Background: an optimization exercise with open tools, aiming at small area and a short achievable clock period. Do not read the settings as production practice.
Function was checked by simulation only, so behaviour that the tests miss may differ from the original.

File: design/flow/config.mk
export PLATFORM = sky130hd
export DESIGN_NAME = lng_unit
export DESIGN_NICKNAME = lng_unit
export VERILOG_FILES = /design/flow/design.v
export SDC_FILE = /design/flow/constraint.sdc
export NUM_CORES = 4
export LEC_CHECK = 0
export CAP_MARGIN = 20
export CORE_MARGIN = 2
export CORE_UTILIZATION = 40
export SLEW_MARGIN = 20
File: design/flow/constraint.sdc
create_clock -name core_clock -period 25.0 [get_ports {clk}]
set_input_delay 5.0000 -clock core_clock [delete_from_list [all_inputs] [get_ports {clk}]]
set_output_delay 5.0000 -clock core_clock [all_outputs]
set_load 0.01 [all_outputs]
File: design/flow/design.v
module lng_unit (
    input  wire        clk,
    input  wire        rst,         
    input  wire        issue,
    input  wire [5:0]  op,
    input  wire [14:0] m,
    input  wire [39:0] a,
    input  wire [39:0] b,
    input  wire [39:0] acc_lo,      
    input  wire [39:0] acc_hi,      
    input  wire        psn,         
    input  wire [2:0]  slot,
    input  wire [19:0] origin,      
    output wire        ready,
    output reg         done,
    output reg         trap,
    output reg         pair,
    output reg  [39:0] r0,
    output reg  [39:0] r1,
    output reg  [7:0]  cause,
    output reg  [17:0] info
);
    localparam [3:0] T_EMPTY = 4'd0, T_NAT = 4'd1, T_INT = 4'd2, T_BITS = 4'd3,
                     T_SHORT = 4'd5, T_POISON = 4'd14, T_WIDE = 4'd15;
    localparam [7:0] C_TAGV = 8'h01, C_DIVZ = 8'h0E, C_ILLOP = 8'h0F;
    localparam [5:0] OP_MUL = 6'd0, OP_MULH = 6'd1, OP_MULW = 6'd2, OP_MAC = 6'd3,
                     OP_DIV = 6'd4, OP_DIVU = 6'd5, OP_REM = 6'd6, OP_REMU = 6'd7,
                     OP_CRC = 6'd8, OP_CRCFIN = 6'd9, OP_SQRTU = 6'd10;
    reg [14:0] m_allowed;
    always @* begin
        case (op)
            OP_CRC:    m_allowed = 15'h007F;
            OP_CRCFIN: m_allowed = 15'h003F;
            default:   m_allowed = 15'h0000;
        endcase
    end
    wire illop_in = (op > OP_SQRTU)
                 || ((m & ~m_allowed) != 15'd0)
                 || ((op == OP_CRC || op == OP_CRCFIN) && m[3:0] > 4'd8)
                 || (op == OP_CRC && m[5:4] == 2'd3);
    reg [4:0] count_in;
    always @* begin
        case (op)
            OP_MUL, OP_MULH, OP_MULW, OP_MAC:  count_in = 5'd4;
            OP_DIV, OP_DIVU, OP_REM, OP_REMU:  count_in = 5'd18;
            OP_CRC, OP_CRCFIN:                 count_in = 5'd2;
            default:                           count_in = 5'd20;
        endcase
    end
    reg        busy;
    reg [4:0]  remain;      
    reg [4:0]  step;        
    reg [5:0]  op_q;
    reg [14:0] m_q;
    reg [39:0] a_q, b_q, lo_q, hi_q;
    reg        psn_q;
    reg [2:0]  slot_q;
    reg [19:0] origin_q;
    assign ready = !busy;
    wire start = issue && ready;
    wire [3:0]  ta = a_q[39:36];
    wire [3:0]  tb = b_q[39:36];
    wire [3:0]  tl = lo_q[39:36];
    wire [3:0]  th = hi_q[39:36];
    wire [35:0] pa = a_q[35:0];
    wire [35:0] pb = b_q[35:0];
    function [36:0] true_val(input [3:0] t, input [35:0] p);
        begin
            if (t == T_INT)
                true_val = {p[35], p};
            else if (t == T_SHORT)
                true_val = {{21{p[15]}}, p[15:0]};
            else
                true_val = {1'b0, p};
        end
    endfunction
    function is_nis(input [3:0] t);    
        is_nis = (t == T_NAT) || (t == T_INT) || (t == T_SHORT);
    endfunction
    function is_ni(input [3:0] t);     
        is_ni = (t == T_NAT) || (t == T_INT);
    endfunction
    function is_nbs(input [3:0] t);    
        is_nbs = (t == T_NAT) || (t == T_BITS) || (t == T_SHORT);
    endfunction
    reg        pois;
    reg [39:0] pois_w;
    always @* begin
        pois = 1'b0;
        pois_w = a_q;
        if (ta == T_POISON) begin
            pois = 1'b1; pois_w = a_q;
        end else if (op_q != OP_CRCFIN && op_q != OP_SQRTU && tb == T_POISON) begin
            pois = 1'b1; pois_w = b_q;
        end else if (op_q == OP_MAC && tl == T_POISON) begin
            pois = 1'b1; pois_w = lo_q;
        end else if (op_q == OP_MAC && th == T_POISON) begin
            pois = 1'b1; pois_w = hi_q;
        end
    end
    reg       tagv;
    reg [7:0] tv_sub;
    reg [3:0] tv_tag;
    reg [2:0] tv_role;
    always @* begin
        tagv = 1'b0;
        tv_sub = 8'h02;
        tv_tag = ta;
        tv_role = 3'd0;
        case (op_q)
            OP_MUL, OP_MULH, OP_DIV, OP_REM: begin
                if (!is_nis(ta)) begin
                    tagv = 1'b1; tv_tag = ta; tv_role = 3'd0;
                end else if (!is_nis(tb)) begin
                    tagv = 1'b1; tv_tag = tb; tv_role = 3'd1;
                end else if ((ta == T_SHORT) != (tb == T_SHORT)) begin
                    tagv = 1'b1; tv_tag = tb; tv_role = 3'd1;
                end
            end
            OP_MULW, OP_MAC: begin
                if (!is_ni(ta)) begin
                    tagv = 1'b1; tv_tag = ta; tv_role = 3'd0;
                end else if (!is_ni(tb)) begin
                    tagv = 1'b1; tv_tag = tb; tv_role = 3'd1;
                end else if (op_q == OP_MAC && !is_ni(tl)) begin
                    tagv = 1'b1; tv_tag = tl; tv_role = 3'd7;
                end else if (op_q == OP_MAC && th != T_WIDE) begin
                    tagv = 1'b1; tv_tag = th; tv_role = 3'd7;
                end
            end
            OP_DIVU, OP_REMU: begin
                if (ta != T_NAT) begin
                    tagv = 1'b1; tv_tag = ta; tv_role = 3'd0;
                end else if (tb != T_NAT) begin
                    tagv = 1'b1; tv_tag = tb; tv_role = 3'd1;
                end
            end
            OP_CRC: begin
                if (!is_nbs(ta)) begin
                    tagv = 1'b1; tv_tag = ta; tv_role = 3'd0;
                end else if (!is_nbs(tb)) begin
                    tagv = 1'b1; tv_tag = tb; tv_role = 3'd1;
                end
            end
            OP_CRCFIN: begin
                if (!is_nbs(ta)) begin
                    tagv = 1'b1; tv_tag = ta; tv_role = 3'd0;
                end
            end
            default: begin   
                if (ta != T_NAT) begin
                    tagv = 1'b1; tv_tag = ta; tv_role = 3'd0;
                end
            end
        endcase
        if (tv_tag == T_EMPTY)
            tv_sub = 8'h01;
    end
    wire        short_pair = (ta == T_SHORT);
    wire [3:0]  pair_tag = short_pair ? T_SHORT :
                           (ta == T_NAT && tb == T_NAT) ? T_NAT : T_INT;
    wire signed [36:0] mul_a = true_val(ta, pa);
    wire signed [36:0] mul_b = true_val(tb, pb);
    wire signed [73:0] mul_full = mul_a * mul_b;
    reg  [71:0] prod_q;
    always @(posedge clk)
        prod_q <= mul_full[71:0];
    wire [71:0] mac_sum = prod_q + {hi_q[35:0], lo_q[35:0]};
    wire [71:0] wide_res = (op_q == OP_MAC) ? mac_sum : prod_q;
    wire        wide_nat = (ta == T_NAT) && (tb == T_NAT) &&
                           (op_q != OP_MAC || tl == T_NAT);
    wire signed_div = (op_q == OP_DIV || op_q == OP_REM);
    wire [36:0] dv_a = signed_div ? true_val(ta, pa) : {1'b0, pa};
    wire [36:0] dv_b = signed_div ? true_val(tb, pb) : {1'b0, pb};
    wire        neg_a = dv_a[36];
    wire        neg_b = dv_b[36];
    wire [36:0] mag_a = neg_a ? -dv_a : dv_a;
    wire [36:0] mag_b = neg_b ? -dv_b : dv_b;
    wire        divz = (dv_b == 37'd0);
    reg  [35:0] div_d;      
    reg  [35:0] div_q;      
    reg  [35:0] div_r;      
    reg  [36:0] dr_t;
    reg  [35:0] dq_t;
    reg  [35:0] dr_n;
    integer k;
    always @* begin
        dr_n = div_r;
        dq_t = div_q;
        for (k = 0; k < 3; k = k + 1) begin
            dr_t = {dr_n, dq_t[35]};
            dq_t = {dq_t[34:0], 1'b0};
            if (dr_t >= {1'b0, div_d}) begin
                dr_t = dr_t - {1'b0, div_d};
                dq_t[0] = 1'b1;
            end
            dr_n = dr_t[35:0];
        end
    end
    always @(posedge clk) begin
        if (step == 5'd0) begin
            div_d <= mag_b[35:0];
            div_q <= mag_a[35:0];
            div_r <= 36'd0;
        end else if (step <= 5'd12) begin
            div_q <= dq_t;
            div_r <= dr_n;
        end
    end
    wire [35:0] quo = (neg_a ^ neg_b) ? -div_q : div_q;
    wire [35:0] rmd = neg_a ? -div_r : div_r;
    reg  [35:0] sq_x;
    reg  [19:0] sq_rem;
    reg  [17:0] sq_root;
    wire [21:0] sq_cat = {sq_rem, sq_x[35:34]};
    wire [21:0] sq_try = {2'b00, sq_root, 2'b01};
    wire        sq_ge  = (sq_cat >= sq_try);
    wire [21:0] sq_dif = sq_cat - sq_try;
    always @(posedge clk) begin
        if (start) begin
            sq_x    <= a[35:0];
            sq_rem  <= 20'd0;
            sq_root <= 18'd0;
        end else begin
            sq_x    <= {sq_x[33:0], 2'b00};
            sq_rem  <= sq_ge ? sq_dif[19:0] : sq_cat[19:0];
            sq_root <= {sq_root[16:0], sq_ge};
        end
    end
    reg [5:0]  crc_w;
    reg [31:0] crc_poly;
    always @* begin
        case (m_q[3:0])
            4'd0:    begin crc_w = 6'd8;  crc_poly = 32'h0000_0007; end
            4'd1:    begin crc_w = 6'd8;  crc_poly = 32'h0000_001D; end
            4'd2:    begin crc_w = 6'd15; crc_poly = 32'h0000_4599; end
            4'd3:    begin crc_w = 6'd16; crc_poly = 32'h0000_1021; end
            4'd4:    begin crc_w = 6'd16; crc_poly = 32'h0000_8005; end
            4'd5:    begin crc_w = 6'd17; crc_poly = 32'h0001_685B; end
            4'd6:    begin crc_w = 6'd21; crc_poly = 32'h0010_2899; end
            4'd7:    begin crc_w = 6'd32; crc_poly = 32'h04C1_1DB7; end
            default: begin crc_w = 6'd32; crc_poly = 32'h1EDC_6F41; end
        endcase
    end
    wire [5:0]  crc_sh = 6'd32 - crc_w;
    wire [31:0] crc_mask = 32'hFFFF_FFFF >> crc_sh;
    wire [31:0] crc_init = pa[31:0] & crc_mask;
    reg [5:0]  crc_dw;
    reg [31:0] crc_data;    
    reg [31:0] crc_reg;
    reg [31:0] crc_palign;
    reg [31:0] crc_out;
    reg [31:0] crc_rev;
    reg [31:0] crc_fin;
    integer i;
    always @* begin
        case (m_q[5:4])
            2'd0:    crc_dw = 6'd8;
            2'd1:    crc_dw = 6'd16;
            default: crc_dw = 6'd32;
        endcase
        crc_data = 32'd0;
        for (i = 0; i < 32; i = i + 1)
            if (i < crc_dw)
                crc_data[31 - i] = m_q[6] ? pb[i] : pb[crc_dw - 1 - i];
        crc_palign = crc_poly << crc_sh;
        crc_reg = crc_init << crc_sh;
        for (i = 0; i < 32; i = i + 1)
            if (i < crc_dw) begin
                if (crc_data[31 - i] ^ crc_reg[31])
                    crc_reg = (crc_reg << 1) ^ crc_palign;
                else
                    crc_reg = crc_reg << 1;
            end
        crc_out = crc_reg >> crc_sh;
        crc_rev = crc_init << crc_sh;
        for (i = 0; i < 32; i = i + 1)
            crc_fin[i] = crc_rev[31 - i];
        if (!m_q[4])
            crc_fin = crc_init;
        if (m_q[5])
            crc_fin = crc_fin ^ crc_mask;
    end
    reg        f_trap, f_pair;
    reg [39:0] f_r0, f_r1;
    reg [7:0]  f_cause;
    reg [17:0] f_info;
    reg [7:0]  f_sub;
    reg        f_fault;
    always @* begin
        f_trap = 1'b0;
        f_pair = (op_q == OP_MULW || op_q == OP_MAC);
        f_r0 = 40'd0;
        f_r1 = 40'd0;
        f_cause = 8'd0;
        f_info = 18'd0;
        f_sub = 8'd0;
        f_fault = 1'b0;
        if (pois) begin
            f_r0 = pois_w;
            f_r1 = pois_w;
        end else if (tagv) begin
            f_fault = 1'b1;
            f_cause = C_TAGV;
            f_sub = tv_sub;
            f_info = {tv_role, slot_q, tv_tag, tv_sub};
        end else if (op_q >= OP_DIV && op_q <= OP_REMU && divz) begin
            f_fault = 1'b1;
            f_cause = C_DIVZ;
            f_sub = 8'd0;
            f_info = {12'd0, op_q};
        end else begin
            case (op_q)
                OP_MUL:
                    f_r0 = short_pair ? {pair_tag, 20'd0, prod_q[15:0]}
                                      : {pair_tag, prod_q[35:0]};
                OP_MULH:
                    f_r0 = short_pair ? {pair_tag, 20'd0, prod_q[31:16]}
                                      : {pair_tag, prod_q[71:36]};
                OP_MULW, OP_MAC: begin
                    f_r0 = {wide_nat ? T_NAT : T_INT, wide_res[35:0]};
                    f_r1 = {T_WIDE, wide_res[71:36]};
                end
                OP_DIV:
                    f_r0 = short_pair ? {pair_tag, 20'd0, quo[15:0]} : {pair_tag, quo};
                OP_REM:
                    f_r0 = short_pair ? {pair_tag, 20'd0, rmd[15:0]} : {pair_tag, rmd};
                OP_DIVU:
                    f_r0 = {T_NAT, div_q};
                OP_REMU:
                    f_r0 = {T_NAT, div_r};
                OP_CRC:
                    f_r0 = {T_BITS, 4'd0, crc_out};
                OP_CRCFIN:
                    f_r0 = {T_BITS, 4'd0, crc_fin};
                default:
                    f_r0 = {T_NAT, 18'd0, sq_root};
            endcase
        end
        if (f_fault) begin
            if (psn_q) begin
                f_r0 = {T_POISON, origin_q, f_sub, f_cause};
                f_r1 = f_r0;
            end else begin
                f_trap = 1'b1;
            end
        end
    end
    always @(posedge clk) begin
        if (start) begin
            op_q     <= op;
            m_q      <= m;
            a_q      <= a;
            b_q      <= b;
            lo_q     <= acc_lo;
            hi_q     <= acc_hi;
            psn_q    <= psn;
            slot_q   <= slot;
            origin_q <= origin;
        end
    end
    always @(posedge clk) begin
        if (rst) begin
            busy   <= 1'b0;
            remain <= 5'd0;
            step   <= 5'd0;
            done   <= 1'b0;
            trap   <= 1'b0;
            pair   <= 1'b0;
            r0     <= 40'd0;
            r1     <= 40'd0;
            cause  <= 8'd0;
            info   <= 18'd0;
        end else if (start) begin
            step <= 5'd0;
            if (illop_in) begin
                busy  <= 1'b0;
                done  <= 1'b1;
                trap  <= 1'b1;
                pair  <= 1'b0;
                cause <= C_ILLOP;
                info  <= {3'd0, slot, 12'h001};
            end else begin
                busy   <= 1'b1;
                remain <= count_in - 5'd2;
                done   <= 1'b0;
            end
        end else if (busy) begin
            step <= step + 5'd1;
            if (remain == 5'd0) begin
                busy  <= 1'b0;
                done  <= 1'b1;
                trap  <= f_trap;
                pair  <= f_pair;
                r0    <= f_r0;
                r1    <= f_r1;
                cause <= f_cause;
                info  <= f_info;
            end else begin
                remain <= remain - 5'd1;
            end
        end else begin
            done <= 1'b0;
        end
    end
endmodule
File: design/flow/run.sh
#!/bin/bash
# synth_recipe.tcl (not shown) runs the flow's synth.tcl, then flattens the netlist and writes it again
# the make line also repeats each setting of config.mk as NAME=value (left out here)
make -C /OpenROAD-flow-scripts/flow DESIGN_CONFIG=/design/flow/config.mk WORK_HOME=/design/flow/orfs CLKGATE_MAP_FILE= SYNTH_SCRIPT=/design/flow/synth_recipe.tcl finish
==> results.txt <==
==> worst max path at each step <==
stage	start	end	slack, ns
3_3_place_gp	m_q[3]$_DFFE_PP_	r0[18]$_SDFFE_PP0P_	1.51
5_1_grt	m_q[3]$_DFFE_PP_	r0[25]$_SDFFE_PP0P_	-0.005
4_1_cts	m_q[3]$_DFFE_PP_	r0[18]$_SDFFE_PP0P_	0.98
6_report	m_q[3]$_DFFE_PP_	r0[11]$_SDFFE_PP0P_	1.09
2_1_floorplan	m_q[3]$_DFFE_PP_	r0[16]$_SDFFE_PP0P_	4.00
3_5_place_dp	m_q[3]$_DFFE_PP_	r0[18]$_SDFFE_PP0P_	1.11
==> area by class of cell <==
cell class	count	area, sq um	share of cell area
multi-input combinational	10779	87150	0.7211
tap	3589	4491	0.03716
clock buffer	100	2208	0.01827
clock inverter	46	654.4	0.005415
inverter	1520	5713	0.04727
sequential	582	14340	0.1187
timing repair buffer	714	6147	0.05086
antenna	58	145.1	0.001201
==> metrics by stage <==
stage                TNS [ns]    util  area, sq um  hold WS, ns
floorplan                   0       -       110300       0.3988
global placement            0  0.4297       117700       0.4016
detailed placement          0  0.4298       117700       0.4049
CTS                         0  0.4402       120600       0.4166
global route        -0.004766  0.4409       120700       0.4335
finish                      0  0.4413       120900       0.4159
==> worst max-delay path, delay by kind of cell, from the launching register on <==
family / cells / cell delay [ns]
compound gates: 18 / 5.96
xor+xnor: 13 / 4.49
fa+ha+maj: 1 / 0.25
buf+inv: 6 / 1.87
flops: 1 / 0.70
mux: 6 / 1.86
simple gates: 27 / 8.57
==> cell usage after synthesis, drive strengths merged, types with 66 or more instances <==
cell type | n | area (sq um)
nand4 | 77 | 496.7
buf | 188 | 807.0
clkbuf | 762 | 2861
a31oi | 95 | 628.1
ha | 444 | 5555
and2 | 146 | 913.4
mux2i | 241 | 2412
o21bai | 89 | 668.1
nand2b | 74 | 462.9
or3 | 66 | 417.9
nor2 | 1591 | 5995
a211oi | 163 | 1249
mux2 | 77 | 870.8
o211ai | 73 | 558.0
a21o | 102 | 765.7
o31ai | 85 | 671.9
nand2 | 2048 | 7692
o21ai | 542 | 2728
nor3 | 245 | 1261
edfxtp | 269 | 8078
inv | 1513 | 5679
nor2b | 106 | 663.1
a21oi | 670 | 3368
nand3 | 164 | 825.8
xor2 | 214 | 1874
dfxtp | 313 | 6266
xnor2 | 1089 | 9598
fa | 1437 | 28770
==> flip-flops by register name, summed over array words and instances (netlist names), 40 cells and up, named ones only <==
name,flops
a_q,40
b_q,40
hi_q,40
lo_q,40
prod_q,72
r0,40
r1,40
==> metal layers <==
layer,wire length [um],GRT usage,vias up,part of all wire
met5,255,0.002251,-,0.00049
met2,218100,0.5346,6476,0.42
met4,37990,0.2251,26,0.074
li1,-,-,45040,-
met3,56220,0.09599,1538,0.11
met1,203100,0.4713,51626,0.39
==> kinds of logic (layout without fill, tap and decap cells) <==
group	after synthesis	count (layout)
compound gates	2482	2483
other cells	1	64
buf+inv	2470	2380
simple gates	4764	4764
fa+ha+maj	1881	1881
flops	582	582
xor+xnor	1321	1321
mux	324	324
==> results by group <==
Clock network
  • Clock tree root driver cell: sky130_fd_sc_hd__clkbuf_16
  • Count of hold buffers inserted by post-cts repair: 0
  • Number of buffers inserted during clock tree synthesis: 78
  • CTS H-tree depth: 3
  • Number of resized instances in the post-cts repair step: 0
  • Clock latency of the later-clocked register in the worst-skew pair: 0.78 ns
  • CTS tree: done
  • TritonCTS Sinks: 582
  • Clock slew at the register clock pins of the worst setup and hold paths: 0.07 ns
  • CTS max path bufs: 3
  • Number of post-CTS setup repair buffers: 0

Detailed routing
  • Sum of routed wire length over all layers: 515,600 um
  • DRT Pass-1 Iters: 10
  • Remaining DRCs: 0
  • DRC marker count from the first detailed-route iteration: 12,841
  • Via count: 104,706
  • Vias per std cell: 6.022
  • Routed Antenna Nets: 0
  • Per-cell routed wire length: 29.65 um

Timing
  • Maximum operating frequency: 0.04182 GHz
  • Min cycle time layout: 23.91 ns
  • Final WS setup: 1.089 ns
  • Worst Clk Skew: 0.09062 ns
  • Transition time at the pin with the least slew margin: 1.293 ns
  • Post-route fraction of the period consumed by the critical path: 0.9565
  • Max-slew violation count: 0
  • Final hold violation count: 0
  • Setup-failing EPs final: 0
  • Worst-case headroom to the max-slew limit: 0.1381

Placed design
  • Number of port buffers: 311
  • Post-place setup slack: 1.108 ns
  • Cell total after placement: 17,182
  • Routability congestion estimate from global placement: 1.051
  • Placed wire-length estimate: 395,100 um

Yosys
  • Post-synthesis simple-gate area fraction: 0.1864
  • Sequential element share of the synthesized area: 0.1301
  • Synth Instances: 13,825
  • Fraction of synthesized area in multiplexers: 0.03100
  • Yosys Warn Count: 2
  • Synth Area in Adders: 0.3113
  • Dominant register cell in the synthesized netlist: sky130_fd_sc_hd__dfxtp_1
  • Cell area after technology mapping: 0.1103 sq mm
  • Async set-reset flop share out of synthesis: 0
  • XOR/XNOR Fraction of Synth Area: 0.1078
  • Main combinational cell family by area after synthesis: adder cells
  • Complex-gate fraction of the synthesized area: 0.1484
  • Number of distinct library cells after synthesis: 133
  • Per-instance average area after synthesis: 7.976 sq um
  • #FFs+latches synth: 582
  • Number of synthesized flops with an enable pin: 269

Setup path
  • Largest fanout on the critical path: 30
  • Crit-path max cell delay: 0.88 ns
  • Critical R2R Capture: r0[11]$_SDFFE_PP0P_
  • Type of element launching the critical path: flip-flop
  • Arrival time of data at the critical path endpoint: 24.50 ns
  • Critical-path cell with the highest stage delay: sky130_fd_sc_hd__nor4_1
  • Worst reg-to-reg path cell count: 71
  • Worst Setup End Kind: flip-flop
  • Required time of the critical path: 25.59 ns
  • Path type of the worst setup path: flip-flop to flip-flop
  • Flop2flop setup slack: 1.09 ns
  • Startpoint of the most critical register-to-register path: m_q[3]$_DFFE_PP_

Layout
  • Number of fillers in the final layout: 27,444
  • Highest-count cells in the layout ignoring fill and taps: 2,042 x sky130_fd_sc_hd__nand2_1, 1,572 x sky130_fd_sc_hd__nor2_1, 1,507 x sky130_fd_sc_hd__inv_1
  • Post-layout nets: 15,764
  • Share of post-route cells with drive strength above 1: 0.06186
  • Synth-to-layout area growth: 9.600%
  • Non-filler instance count after layout: 17,388
  • Most common cell after layout, fill and taps aside: sky130_fd_sc_hd__nand2_1

GRT
  • Global routing usage summed across all routing layers: 0.3627
  • Initial antenna violation count: 54
  • Largest net degree at the start of global routing: 143
  • First-pass GRT wire length: 736,700 um
  • Aggregate global routing overflow: 0
  • Vias in the first global route: 100,481

Floorplanning
  • Core area: 0.2739 sq mm
  • Standard-cell rows: 192
  • IO Pins: 318
  • Vertical die dimension: 529.0 um
  • DIE AREA: 0.2799 sq mm
  • X dimension of the die: 529.0 um
  • Initial core utilization: 0.4026

Worst hold path
  • Min-delay worst type: flip-flop to flip-flop
  • Hold Path End: sq_x[21]$_DFF_P_
  • Worst hold start: sq_x[19]$_DFF_P_
  • Worst hold path depth: 2

Job
  • Max Cap Violations: 0

Status
  • Run status: timing/DRC/antenna clean

==> afterwards: timing with drivers on the ports <==
The flow's constraints put no driver on any port. The routed layout listed below was extracted and timed again, unchanged, in two steps.
Step 1 assumes that a clkbuf_16 drives the clock port and a buf_2 every other input.
Step 2 moves the port delays by t, midway between the first and last clock arrival at a register: inputs arrive t later, outputs are due t later. That takes back most of the time a late clock gives input paths.
Three values: no drivers, after step 1, after step 2; two values: the first two.
t (ns): 0.813
slack for setup (ns): 1.089 / 1.089 / 1.089
hold WS [ns]: 0.416 / 0.416 / 0.416
latest minus earliest clock arrival (ns): 0.094 / 0.094
worst register clock-pin slew, ns: 0.08 / 0.08
After both steps this run still meets setup and hold. The setup slack of this run moves by 0.000 ns with the drivers and by 0.000 ns with both steps.
